What follows belongs to an exercise in optimizing a design on an open flow for small area, a short achievable clock period and few clock cycles per item; a production flow would make more cautious choices. At most, simulation tests tie the RTL to the original design; equivalence was not proved. Only the layout flow was run in run 1; the RTL was not checked for function there.

==> flow/design.v (outline; a module is shown in full before it is edited, if it fits) <==
// module winnow_key: 1922 lines
module winnow_key (
    input  wire        clk,
    input  wire        rst,
    input  wire        req_valid,
    output wire        req_ready,
    input  wire [31:0] req_period,
    input  wire [9:0]  req_n_inst,
    input  wire [15:0] req_i_pred,
    input  wire        req_pol,
    input  wire [15:0] req_p_sw,
    input  wire [7:0]  req_k_th,
    input  wire [7:0]  req_th_code,
    input  wire        cell_valid,
    output wire        cell_ready,
    input  wire        cell_last,
    input  wire [15:0] cell_vcap,
    input  wire [18:0] cell_tau,
    input  wire [23:0] cell_cgain,
    input  wire [7:0]  cell_temp,
    input  wire        cell_ins,
    input  wire [9:0]  cell_pos,
    output reg         out_valid,
    output reg         out_last,
    output reg  [33:0] out_ck
);
  // ...
==> flow/flow/run.sh <==
#!/bin/bash
set -euo pipefail
here=$(pwd)
res=$here/orfs/results/${FLOW_PLATFORM:-sky130hd}/winnow_key/base
args=("BUFFER_PORTS_ARGS=-buffer_cell sky130_fd_sc_hd__buf_4"
      "POST_GLOBAL_PLACE_TCL=$here/flow/input_buffers.tcl")
bash standard.sh "${args[@]}" "$res/1_2_yosys.v" > flow_make_synth.log 2>&1
cp "$res/1_2_yosys.v" "$here/1_2_yosys.standard.v"
python3 "$here/flow/fa_polarity.py" "$here/1_2_yosys.standard.v" "$res/1_2_yosys.v" > fa_polarity.log 2>&1
bash standard.sh "${args[@]}" finish > flow_make.log 2>&1
==> flow/flow/fa_polarity.py <==
#!/usr/bin/env python3
"""Remove inverters around full adders in a flat sky130 netlist.

A full adder is self-dual: FA(~a, ~b, ~c) = (~sum, ~cout). Flipping an adder
(complementing its inputs and outputs) moves inverters from one side of it to
the other; this script flips adders, one at a time, wherever that lowers the
number of inverters, until no flip does. Registers and every other cell are
left as they are. Usage: fa_polarity.py in.v out.v
"""
import re, sys

FA = "sky130_fd_sc_hd__fa_1"
INV = "sky130_fd_sc_hd__inv_1"
OUTPINS = {"X", "Y", "Q", "SUM", "COUT", "HI", "LO", "Q_N"}

src = open(sys.argv[1]).read()
inst_re = re.compile(r"^  (sky130_fd_sc_hd__\w+) (\S+)\s+\((.*?)\n  \);\n", re.S | re.M)
pin_re = re.compile(r"\.(\w+)\(([^()]*)\)")

cells = {}          # name -> [type, {pin: net}]
order = []
first = None
for m in inst_re.finditer(src):
    if first is None:
        first = m.start()
    name = m.group(2)
    cells[name] = [m.group(1), {p: n.strip() for p, n in pin_re.findall(m.group(3))}]
    order.append(name)
last = max(m.end() for m in inst_re.finditer(src))
head, tail = src[:first], src[last:]
ports = set()
for m in re.finditer(r"^\s*(input|output)\s+(?:\[(\d+):(\d+)\]\s+)?(\S+);", head, re.M):
    if m.group(2):
        for i in range(int(m.group(3)), int(m.group(2)) + 1):
            ports.add("%s[%d]" % (m.group(4), i))
    else:
        ports.add(m.group(4))

drv, loads = {}, {}
def index():
    drv.clear(); loads.clear()
    for n, (t, pins) in cells.items():
        for p, net in pins.items():
            if p in OUTPINS:
                drv[net] = (n, p)
            else:
                loads.setdefault(net, set()).add((n, p))
index()

def connect(inst, pin, net):
    old = cells[inst][1][pin]
    if pin in OUTPINS:
        if drv.get(old) == (inst, pin):
            del drv[old]
        drv[net] = (inst, pin)
    else:
        loads[old].discard((inst, pin))
        loads.setdefault(net, set()).add((inst, pin))
    cells[inst][1][pin] = net

def remove(inst):
    t, pins = cells.pop(inst)
    for p, net in pins.items():
        if p in OUTPINS:
            if drv.get(net) == (inst, p):
                del drv[net]
        else:
            loads[net].discard((inst, p))

cnt = [0]
newnets = []
def newnet():
    cnt[0] += 1
    n = "_fapol%d_" % cnt[0]
    newnets.append(n)
    return n

def add_inv(a, y):
    cnt[0] += 1
    name = "_fapolinv%d_" % cnt[0]
    cells[name] = [INV, {"A": a, "Y": y}]
    drv[y] = (name, "Y")
    loads.setdefault(a, set()).add((name, "A"))

def is_inv(n):
    return n in cells and cells[n][0] == INV

def inv_of(net):
    """An inverter whose input is net, or None."""
    for (n, p) in loads.get(net, ()):
        if is_inv(n):
            return n
    return None

def free_net(net):
    return net not in ports and net.startswith("_")

def delta(fa):
    d = 0
    pins = cells[fa][1]
    for p in ("A", "B", "CIN"):
        net = pins[p]
        dr = drv.get(net)
        if dr and is_inv(dr[0]):
            if len(loads[net]) == 1 and free_net(net):
                d -= 1
        elif inv_of(net) is None:
            d += 1
    for p in ("SUM", "COUT"):
        net = pins[p]
        invs = [n for (n, q) in loads.get(net, ()) if is_inv(n)]
        others = [1 for (n, q) in loads.get(net, ()) if not is_inv(n)]
        if net in ports:
            others.append(1)
        invs_ok = [n for n in invs if free_net(cells[n][1]["Y"])]
        if invs_ok:
            if not others:
                d -= 1
            d -= len(invs_ok) - 1
        else:
            d += 1
    return d

def flip(fa):
    pins = cells[fa][1]
    for p in ("A", "B", "CIN"):
        net = pins[p]
        dr = drv.get(net)
        if dr and is_inv(dr[0]):
            i = dr[0]
            connect(fa, p, cells[i][1]["A"])
            if not loads[net] and free_net(net):
                remove(i)
        else:
            i = inv_of(net)
            if i is not None:
                connect(fa, p, cells[i][1]["Y"])
            else:
                nn = newnet()
                add_inv(net, nn)
                connect(fa, p, nn)
    for p in ("SUM", "COUT"):
        net = pins[p]
        invs = [n for (n, q) in list(loads.get(net, ())) if is_inv(n) and free_net(cells[n][1]["Y"])]
        others = [(n, q) for (n, q) in list(loads.get(net, ())) if n not in invs]
        if invs:
            keep = cells[invs[0]][1]["Y"]          # carries the flipped adder's output
            for i in invs[1:]:                      # the same signal: merge into keep
                y = cells[i][1]["Y"]
                for (n, q) in list(loads.get(y, ())):
                    connect(n, q, keep)
                remove(i)
            i0 = invs[0]
            remove(i0)
            connect(fa, p, keep)
            if others or net in ports:
                add_inv(keep, net)                  # the old net keeps its value
        else:
            nn = newnet()
            connect(fa, p, nn)
            add_inv(nn, net)

fas = [n for n in order if cells[n][0] == FA]
before = sum(1 for n in cells if is_inv(n))
nflips = 0
changed = True
passes = 0
while changed and passes < 20:
    changed = False
    passes += 1
    for fa in fas:
        if delta(fa) < 0:
            flip(fa)
            nflips += 1
            changed = True
after = sum(1 for n in cells if is_inv(n))
sys.stderr.write("fa_polarity: inverters %d -> %d in %d passes\n" % (before, after, passes))

# drop inverters left without loads (outputs on internal nets only)
for n in [n for n in cells if is_inv(n)]:
    y = cells[n][1]["Y"]
    if not loads.get(y) and free_net(y):
        remove(n)

out = [head.rstrip("\n") + "\n"]
for n in newnets:
    out.append("  wire %s;\n" % n)
for n, (t, pins) in cells.items():
    body = ",\n".join("    .%s(%s%s)" % (p, net, " " if net.startswith("\\") else "")
                       for p, net in pins.items())
    out.append("  %s %s (\n%s\n  );\n" % (t, n, body))
out.append(tail)
open(sys.argv[2], "w").write("".join(out))
==> flow/flow/input_buffers.tcl <==
# After global placement: the standard flow has buffered every port with
# sky130_fd_sc_hd__buf_4 (BUFFER_PORTS_ARGS in run.sh); the inputs have timing
# slack, so their buffers are made sky130_fd_sc_hd__buf_1. The output buffers,
# which drive the output load, stay buf_4.
set n 0
foreach inst [get_cells input*] {
  if { [get_property $inst ref_name] == "sky130_fd_sc_hd__buf_4" } {
    replace_cell $inst sky130_fd_sc_hd__buf_1
    incr n
  }
}
puts "input port buffers made sky130_fd_sc_hd__buf_1: $n"
==> flow/standard.sh <==
#!/bin/bash
# synth_recipe.tcl (not shown) runs the flow's synth.tcl, then flattens the netlist and writes it again
# the make line also repeats each setting of config.mk as NAME=value (left out here)
make -C /OpenROAD-flow-scripts/flow DESIGN_CONFIG=/design/flow/config.mk WORK_HOME=/design/flow/orfs CLKGATE_MAP_FILE= SYNTH_SCRIPT=/design/flow/synth_recipe.tcl "${@:-finish}"
==> flow/config.mk <==
export PLATFORM = sky130hd
export DESIGN_NAME = winnow_key
export DESIGN_NICKNAME = winnow_key
export VERILOG_FILES = /design/flow/design.v
export SDC_FILE = /design/flow/constraint.sdc
export NUM_CORES = 4
export LEC_CHECK = 0
export ABC_AREA = 1
export CAP_MARGIN = 20
export CORE_MARGIN = 2
export CORE_UTILIZATION = 55
export CTS_CLUSTER_DIAMETER = 100
export CTS_CLUSTER_SIZE = 24
export SLEW_MARGIN = 20
==> flow/constraint.sdc <==
create_clock -name core_clock -period 25.0 [get_ports {clk}]
set_input_delay 5.0000 -clock core_clock [delete_from_list [all_inputs] [get_ports {clk}]]
set_output_delay 5.0000 -clock core_clock [all_outputs]
set_load 0.01 [all_outputs]
==> results.cfg, run 1 <==
[sta]
fmax_ghz = 0.156
worstMarginPinSlew_ns = 1.21
setup_tns_ns = 0

[drt]
vias = 35630
met3_length_mm = 9.48
drtIter0Drc = 2682
ant_nets = 0
routed_wl_mm = 128

[layout]
drive_gt1_share_pct = 3.56
largestClassByArea = multi-input combinational cells
multi_input_cells = 3838
multiInputGateArea_um2 = 32100
post-route-cell-area_um2 = 46100
regArea_um2 = 8390
syn_to_final_growth_pct = 5.25

[cts]
tritoncts = yes
cts_made_buffers = 26
path_clk_slew_ns = 0.09
clk_latency_ns = 0.64

[floorplanning]
fp.dieH_um = 286
initial_core_util_pct = 55.5

[place]
post_dp_cell_area_um2 = 45200
dp.cells = 6094

[worst_setup_path]
critical_path.endpoint = b_vs[15]$_DFF_P_
reg2reg_to = b_vs[15]$_DFF_P_
setup.worst_path.start_class = register
crit_top_cell = fa_1
cp_top_family = adder cells
r2r_cells = 17

[synthesis]
syn_nets = 6093

[global_routing]
grtUsageMet2_pct = 50.1
grt-ovfl-total = 0

[status]
status = finished clean

[worst_hold_path]
min_path_type = reg -> reg
==> run 2, diff against run 1 <==
--- a/flow/design.v
+++ b/flow/design.v
@@ -1860,18 +1860,20 @@
     wire tb_w679 = tb_w568 ^ tb_w569 ^ 1'b1;
     wire tb_w680 = (tb_w568 & tb_w569) | (1'b1 & (tb_w568 ^ tb_w569));
     wire tb_w681 = tb_w570 ^ (~((r_one[6] & tb6_xn42) | (r_two[6] & tb6_xn42))) ^ ((r_one[7] & tb7_xn41) | (r_two[7] & tb7_xn40));
     wire tb_w682 = (tb_w570 & (~((r_one[6] & tb6_xn42) | (r_two[6] & tb6_xn42)))) | (((r_one[7] & tb7_xn41) | (r_two[7] & tb7_xn40)) & (tb_w570 ^ (~((r_one[6] & tb6_xn42) | (r_two[6] & tb6_xn42)))));
     wire tb_w683 = ((r_one[7] & tb7_xn42) | (r_two[7] & tb7_xn41)) ^ 1'b1;
     wire tb_w684 = ((r_one[7] & tb7_xn42) | (r_two[7] & tb7_xn41)) & 1'b1;
     wire [58:0] tb_ra = {1'b1, tb_w684, tb_w682, tb_w680, tb_w678, tb_w676, tb_w674, tb_w672, tb_w670, tb_w668, tb_w666, tb_w664, tb_w662, tb_w660, tb_w658, tb_w656, tb_w654, tb_w652, tb_w650, tb_w648, tb_w646, tb_w644, tb_w642, tb_w640, tb_w638, tb_w636, tb_w634, tb_w632, tb_w630, tb_w628, tb_w626, tb_w624, tb_w622, tb_w620, tb_w618, tb_w616, tb_w614, tb_w612, tb_w610, tb_w608, tb_w606, tb_w604, tb_w602, tb_w600, tb_w598, tb_w596, tb_w594, tb_w592, tb_w590, tb_w588, tb_w586, tb_w584, tb_w582, tb_w580, tb_w578, tb_w576, tb_w574, tb_w572, tb_w571};
     wire [58:0] tb_rb = {1'b0, (~((r_one[7] & tb7_xn42) | (r_two[7] & tb7_xn42))), tb_w683, tb_w681, tb_w679, tb_w677, tb_w675, tb_w673, tb_w671, tb_w669, tb_w667, tb_w665, tb_w663, tb_w661, tb_w659, tb_w657, tb_w655, tb_w653, tb_w651, tb_w649, tb_w647, tb_w645, tb_w643, tb_w641, tb_w639, tb_w637, tb_w635, tb_w633, tb_w631, tb_w629, tb_w627, tb_w625, tb_w623, tb_w621, tb_w619, tb_w617, tb_w615, tb_w613, tb_w611, tb_w609, tb_w607, tb_w605, tb_w603, tb_w601, tb_w599, tb_w597, tb_w595, tb_w593, tb_w591, tb_w589, tb_w587, tb_w585, tb_w583, tb_w581, tb_w579, tb_w577, tb_w575, tb_w573, 1'b1};
-    wire [58:0] v_full = tb_ra + tb_rb;
-    wire [26:0] v_next = v_full[58:32];
+    wire [32:0] v_lo = {1'b0, tb_ra[31:0]} + {1'b0, tb_rb[31:0]};
+    wire        v_c32_next = v_lo[32];
+    wire [26:0] v_ha_next = tb_ra[58:32];
+    wire [26:0] v_hb_next = tb_rb[58:32];
     wire r_ip_nz  = |(r_one | r_two);
     wire r_ip_pos = r_ip_nz && !r_ip_sign;
     wire r_ip_neg = r_ip_sign;
     wire r_flip   = r_pol ? r_ip_pos : r_ip_neg;
     wire a_rbit_next = !((|(s0_tone | s0_ttwo)) && (s0_cgain != 24'd0) &&
                          (s0_tsign ? r_ip_pos : r_ip_neg));
     wire [8:0]  hot_d  = {1'b0, s0_temp} - {1'b0, r_th_code};
     wire [7:0]  hot    = hot_d[8] ? 8'd0 : hot_d[7:0];
@@ -1889,27 +1891,31 @@
         a_ins  <= s0_ins;
         a_rbit <= a_rbit_next;
         a_pos  <= s0_pos;
     end
     wire [15:0] kt_hot = r_k_th * a_hot;
     wire [16:0] pen_lo = {1'b0, r_p_sw} + {1'b0, kt_hot[11:0], 4'd0};
     wire [15:0] pen    = (pen_lo[16] || kt_hot[15:12] != 4'd0) ? 16'hFFFF : pen_lo[15:0];
     reg        b_v, b_last, b_ins;
-    reg [26:0] b_vs;
+    reg [26:0] b_ha, b_hb;     
+    reg        b_c32;
     reg [15:0] b_pen;
     reg [9:0]  b_pos;
     always @(posedge clk) begin
         b_v    <= !rst && a_v;
         b_last <= a_last;
-        b_vs   <= v_next;
+        b_ha   <= v_ha_next;
+        b_hb   <= v_hb_next;
+        b_c32  <= v_c32_next;
         b_pen  <= pen;
         b_ins  <= a_ins;
         b_pos  <= a_pos;
     end
+    wire [26:0] b_vs   = b_ha + b_hb + {26'd0, b_c32};
     wire        v_neg  = b_vs[26];
     wire        v_ovf  = !b_vs[26] && (b_vs[25:24] != 2'b00);
     wire [23:0] v_pred = v_neg ? 24'd0 : v_ovf ? 24'hFF_FFFF : b_vs[23:0];
     wire [23:0] key_v  = v_pred ^ {24{r_flip}};
     wire [24:0] kadd = {1'b0, key_v} + {1'b0, {8{b_ins}}, b_pen ^ {16{b_ins}}} + {24'd0, b_ins};
     wire [23:0] key  = b_ins ? (kadd[24] ? kadd[23:0] : 24'd0)
                              : (kadd[24] ? 24'hFF_FFFF : kadd[23:0]);
     wire [10:0] tie_d = {1'b0, b_pos} - {1'b0, rot};
==> results.cfg, run 2 <==
[status]
status = finished clean

[layout]
regMostFlops = a_t
largest_reg_flops = 43
final_common_cell = xnor2_1
instances_no_fill = 5776
syn_to_final_growth_pct = 5.40
antenna-diode-count = 0
final_cell_mix = xnor2_1 (611), o22ai_1 (561), nand2_1 (536)
largestRegisters = a_t (43), out_ck (34), r_per (32)
nets = 5730
drive_gt1_share_pct = 4.67

[sta]
worstMarginPinSlew_ns = 1.06
setup_tns_ns = 0
hold_violations = 0
setup_viol_count_final = 0
fin_crit_ns = 6.07
fmax_ghz = 0.165
timing.final.crit_share_pct = 24.3
max_slew_margin_pct = 28.7
rsz0062_at_grt = false
final.setup_skew_ns = 0.0347
slew_viol_final = 0

[cts]
cts_made_buffers = 25
cts.repair.resized = 0
cts_sinks = 411
root_buffer = clkbuf_16
h-tree-depth = 1
clk_latency_ns = 0.62
tritoncts = yes
cts_setup_buffers = 0
hold_buffers = 0
path_clk_slew_ns = 0.10
clockBufferDepth = 3

[worst_setup_path]
r2r-start = r_two[2]$_DFFE_PN_
crit_arrival_ns = 1.07
reg2reg_to = out_ck[15]$_DFF_P_
slowest_delay_ns = 0.31
path_cells = buf_4
r2r_cells = 23
setup.worst_path.start_class = register
end_kind = output pin
cp_top_family = flip-flops
cp_data_required_time_ns = 20.00
path_buf_inv = 1
worst-path-max-fanout = 1
r2r_slack_ns = 19.31
criticalPathCategory = reg -> out
crit_slowest_cell = dfxtp_1

[global_routing]
grt_pass1_wl_mm = 177
track_usage_pct = 28.0
met3_usage_pct = 3.39
grt_pass1_vias = 32513
busiest_layer = met2
grtUsageMet2_pct = 45.4
antenna_found_initial = 0
use_met1_pct = 39.6
grt-ovfl-total = 0
grt_max_degree = 67

[floorplanning]
initial_core_util_pct = 55.3
dieArea_um2 = 79700
coreArea_um2 = 77100
boundaryPins = 212
die_w_um = 282
rows = 102
fp.dieH_um = 282

[worst_hold_path]
hp-start = a_pos[4]$_DFF_P_
hold_end = b_pos[4]$_DFF_P_
hold_depth = 0
min_path_type = reg -> reg

[synthesis]
syn_nets = 5735
ys_warn_count = 2
syn_area_um2 = 42600
syn_avg_cell_area_um2 = 9.02
synth_cells = 4722

[drt]
routed_wl_mm = 111
ant_nets = 0
vias_per_cell = 5.64
vias = 32584
remaining_drc_errors = 0
avgRoutedWirePerCell_um = 19.2
drtIter0Drc = 2502
first_pass_iters = 6

[job]
drv_cap = 0

[place]
io_buffers = 211
dp.cells = 5730
dpl.hpwl_mm = 87.8
run 2: worst max-delay path by stage:
stage	start	end	slack, ns	depth (start not counted)
floorplan	req_i_pred[1]	r_one[1]$_DFFE_PN_	19.48	1
global placement	req_i_pred[13]	r_two[6]$_DFFE_PN_	19.12	5
detailed placement	rst	cell_ready_r$_DFF_P_	19.12	4
CTS	cell_ready_r$_DFF_P_	cell_ready	18.87	1
global route	b_ha[0]$_DFF_P_	out_ck[15]$_DFF_P_	18.76	28
finish	cell_ready_r$_DFF_P_	cell_ready	18.93	1
run 2: stage by stage:
stage	utilization (%)	hold WS (ns)	area, µm²	setup slack, ns
2_1_floorplan	-	0.310	42600	19.48
3_3_place_gp	58.0	0.311	44700	19.12
3_5_place_dp	57.2	0.312	44100	19.12
4_1_cts	58.2	0.327	44900	18.87
5_1_grt	58.2	0.336	44900	18.76
6_report	58.2	0.325	44900	18.93
run 2: layout make-up:
class                           count  area (µm²)
Fill cell                        7194       32200
Tap cell                         1040        1300
Timing Repair Buffer              252        1240
Inverter                          548        2060
Clock buffer                       36         667
Clock inverter                     10         178
Multi-Input combinational cell   3479       30500
Sequential cell                   411        8910
run 2: layer usage:
layer | part of all wire [%] | up-vias
li1 | - | 15780
met1 | 45 | 15502
met2 | 45 | 1140
met3 | 6.8 | 162
met4 | 3.0 | 0
met5 | 0 | -
Testbench counts of run 2, summed over its fixed seeds: cycles 12,040, items 11,512.
==> run 3, diff against run 2 <==
--- a/flow/config.mk
+++ b/flow/config.mk
@@ -9,5 +9,5 @@
 export CAP_MARGIN = 20
 export CORE_MARGIN = 2
-export CORE_UTILIZATION = 55
+export CORE_UTILIZATION = 65
 export CTS_CLUSTER_DIAMETER = 100
 export CTS_CLUSTER_SIZE = 24
==> results.cfg, run 3 <==
[status]
status = finished clean

[drt]
vias = 33194
avgRoutedWirePerCell_um = 19.4
routed_wl_mm = 109
first_pass_iters = 7
vias_per_cell = 5.94
drtIter0Drc = 2696
remaining_drc_errors = 0
ant_nets = 0

[worst_setup_path]
setup.worst_path.start_class = register
slowest_delay_ns = 0.32
crit_slowest_cell = dfxtp_1
cp_top_family = flip-flops
crit_start = out_ck[6]$_DFF_P_
path_buf_inv = 1
reg2reg_to = b_pen[13]$_SDFF_PP1_
end_kind = output pin
path_cells = buf_4
r2r_cells = 19
r2r-start = r_k_th[3]$_DFFE_PN_
criticalPathCategory = reg -> out
r2r_slack_ns = 19.09
crit_arrival_ns = 1.08
cp_data_required_time_ns = 20.00
worst-path-max-fanout = 1

[cts]
cts_sinks = 411
hold_buffers = 0
tritoncts = yes
clockBufferDepth = 3
clk_latency_ns = 0.63
root_buffer = clkbuf_16
cts.repair.resized = 0
cts_made_buffers = 26
path_clk_slew_ns = 0.10
h-tree-depth = 1
cts_setup_buffers = 0

[global_routing]
grt_max_degree = 72
grt_pass1_wl_mm = 176
grt-ovfl-total = 0
grt_pass1_vias = 32937
antenna_found_initial = 0
track_usage_pct = 32.6

[worst_hold_path]
min_path_type = reg -> reg
hold_end = a_vcap[14]$_DFF_P_
hold_depth = 0
hp-start = s0_vcap[14]$_DFF_P_

[floorplanning]
dieArea_um2 = 67600
coreArea_um2 = 64600
rows = 93
die_w_um = 260
boundaryPins = 212
fp.dieH_um = 260
initial_core_util_pct = 66.0

[sta]
setup_viol_count_final = 0
worstMarginPinSlew_ns = 1.09
hold_ws_ns = 0.324
max_slew_margin_pct = 26.6
setup_tns_ns = 0
fmax_ghz = 0.164
timing.final.crit_share_pct = 24.3
fin_crit_ns = 6.08
rsz0062_at_grt = false
hold_violations = 0
final.setup_skew_ns = 0.0350
layout_setup_ws_ns = 18.92
slew_viol_final = 0

[layout]
antenna-diode-count = 0
syn_to_final_growth_pct = 4.92
final_util_pct = 69.2
nFillCells = 5319
regMostFlops = a_t
largestRegisters = a_t (43), out_ck (34), r_per (32)
largest_reg_flops = 43
final_cell_mix = xnor2_1 (611), o22ai_1 (561), nand2_1 (536)
post-route-cell-area_um2 = 44700
final_common_cell = xnor2_1
instances_no_fill = 5589
drive_gt1_share_pct = 4.65
nets = 5728

[synthesis]
syn_area_um2 = 42600
ys_warn_count = 2
syn_avg_cell_area_um2 = 9.02
synth_cells = 4722
syn_nets = 5735

[place]
dp.cells = 5542
io_buffers = 211
post_dp_cell_area_um2 = 43800
dpl.hpwl_mm = 85.3
dp_slack_ns = 19.09

[job]
drv_cap = 0
[run 3: worst max path at each step]
stage | cells past startpoint | to | slack, ns
final | 1 | out_ck[6] | 18.92
after global routing | 27 | out_ck[29]$_DFF_P_ | 18.73
after detailed placement | 19 | b_pen[13]$_SDFF_PP1_ | 19.09
after CTS | 1 | out_ck[17] | 18.88
after global placement | 5 | r_two[6]$_DFFE_PN_ | 19.14
after floorplan | 1 | r_one[1]$_DFFE_PN_ | 19.48
[run 3: cell type report]
| class | instances | area, µm² | area share (%) |
|---|---|---|---|
| flip-flops and latches | 411 | 8910 | 19.9 |
| clock buffers | 36 | 688 | 1.54 |
| repair buffers | 249 | 1220 | 2.73 |
| multi-input cells | 3479 | 30500 | 68.3 |
| well taps | 855 | 1070 | 2.39 |
| clock inverters | 11 | 206 | 0.462 |
| inverters | 548 | 2060 | 4.61 |
[run 3: routing by layer]
metal / wire length, µm / track usage, % / up-vias
li1: - / - / 15760
met3: 9350 / 5.84 / 201
met2: 49400 / 52.4 / 1444
met1: 46100 / 45.0 / 15789
met5: 0 / 0 / -
met4: 3630 / 9.71 / 0

[port drivers added, routing unchanged]
In the flow no input, the clock included, has a driving cell. The finished layouts below were timed again as built, in two steps. Step 1: set_driving_cell puts a clkbuf_16 on clk and a buf_2 on each other input, an assumption about the parent block. Step 2 also shifts input and output timing later by t, the mid clock arrival at the registers, as if the neighbouring blocks saw the same clock. Three values: no drivers, after step 1, after step 2; two values: the first two.
| run | t, ns | setup WS [ns] | worst slew at a driven data input, ns |
|---|---|---|---|
| run 1 | 0.692 | 18.597 / 18.597 / 18.597 | 0.06 |
| run 2 | 0.670 | 18.927 / 18.859 / 19.147 | 0.07 |
| run 3 | 0.679 | 18.920 / 18.849 / 19.092 | 0.10 |
After both steps setup and hold are still met in every run listed.
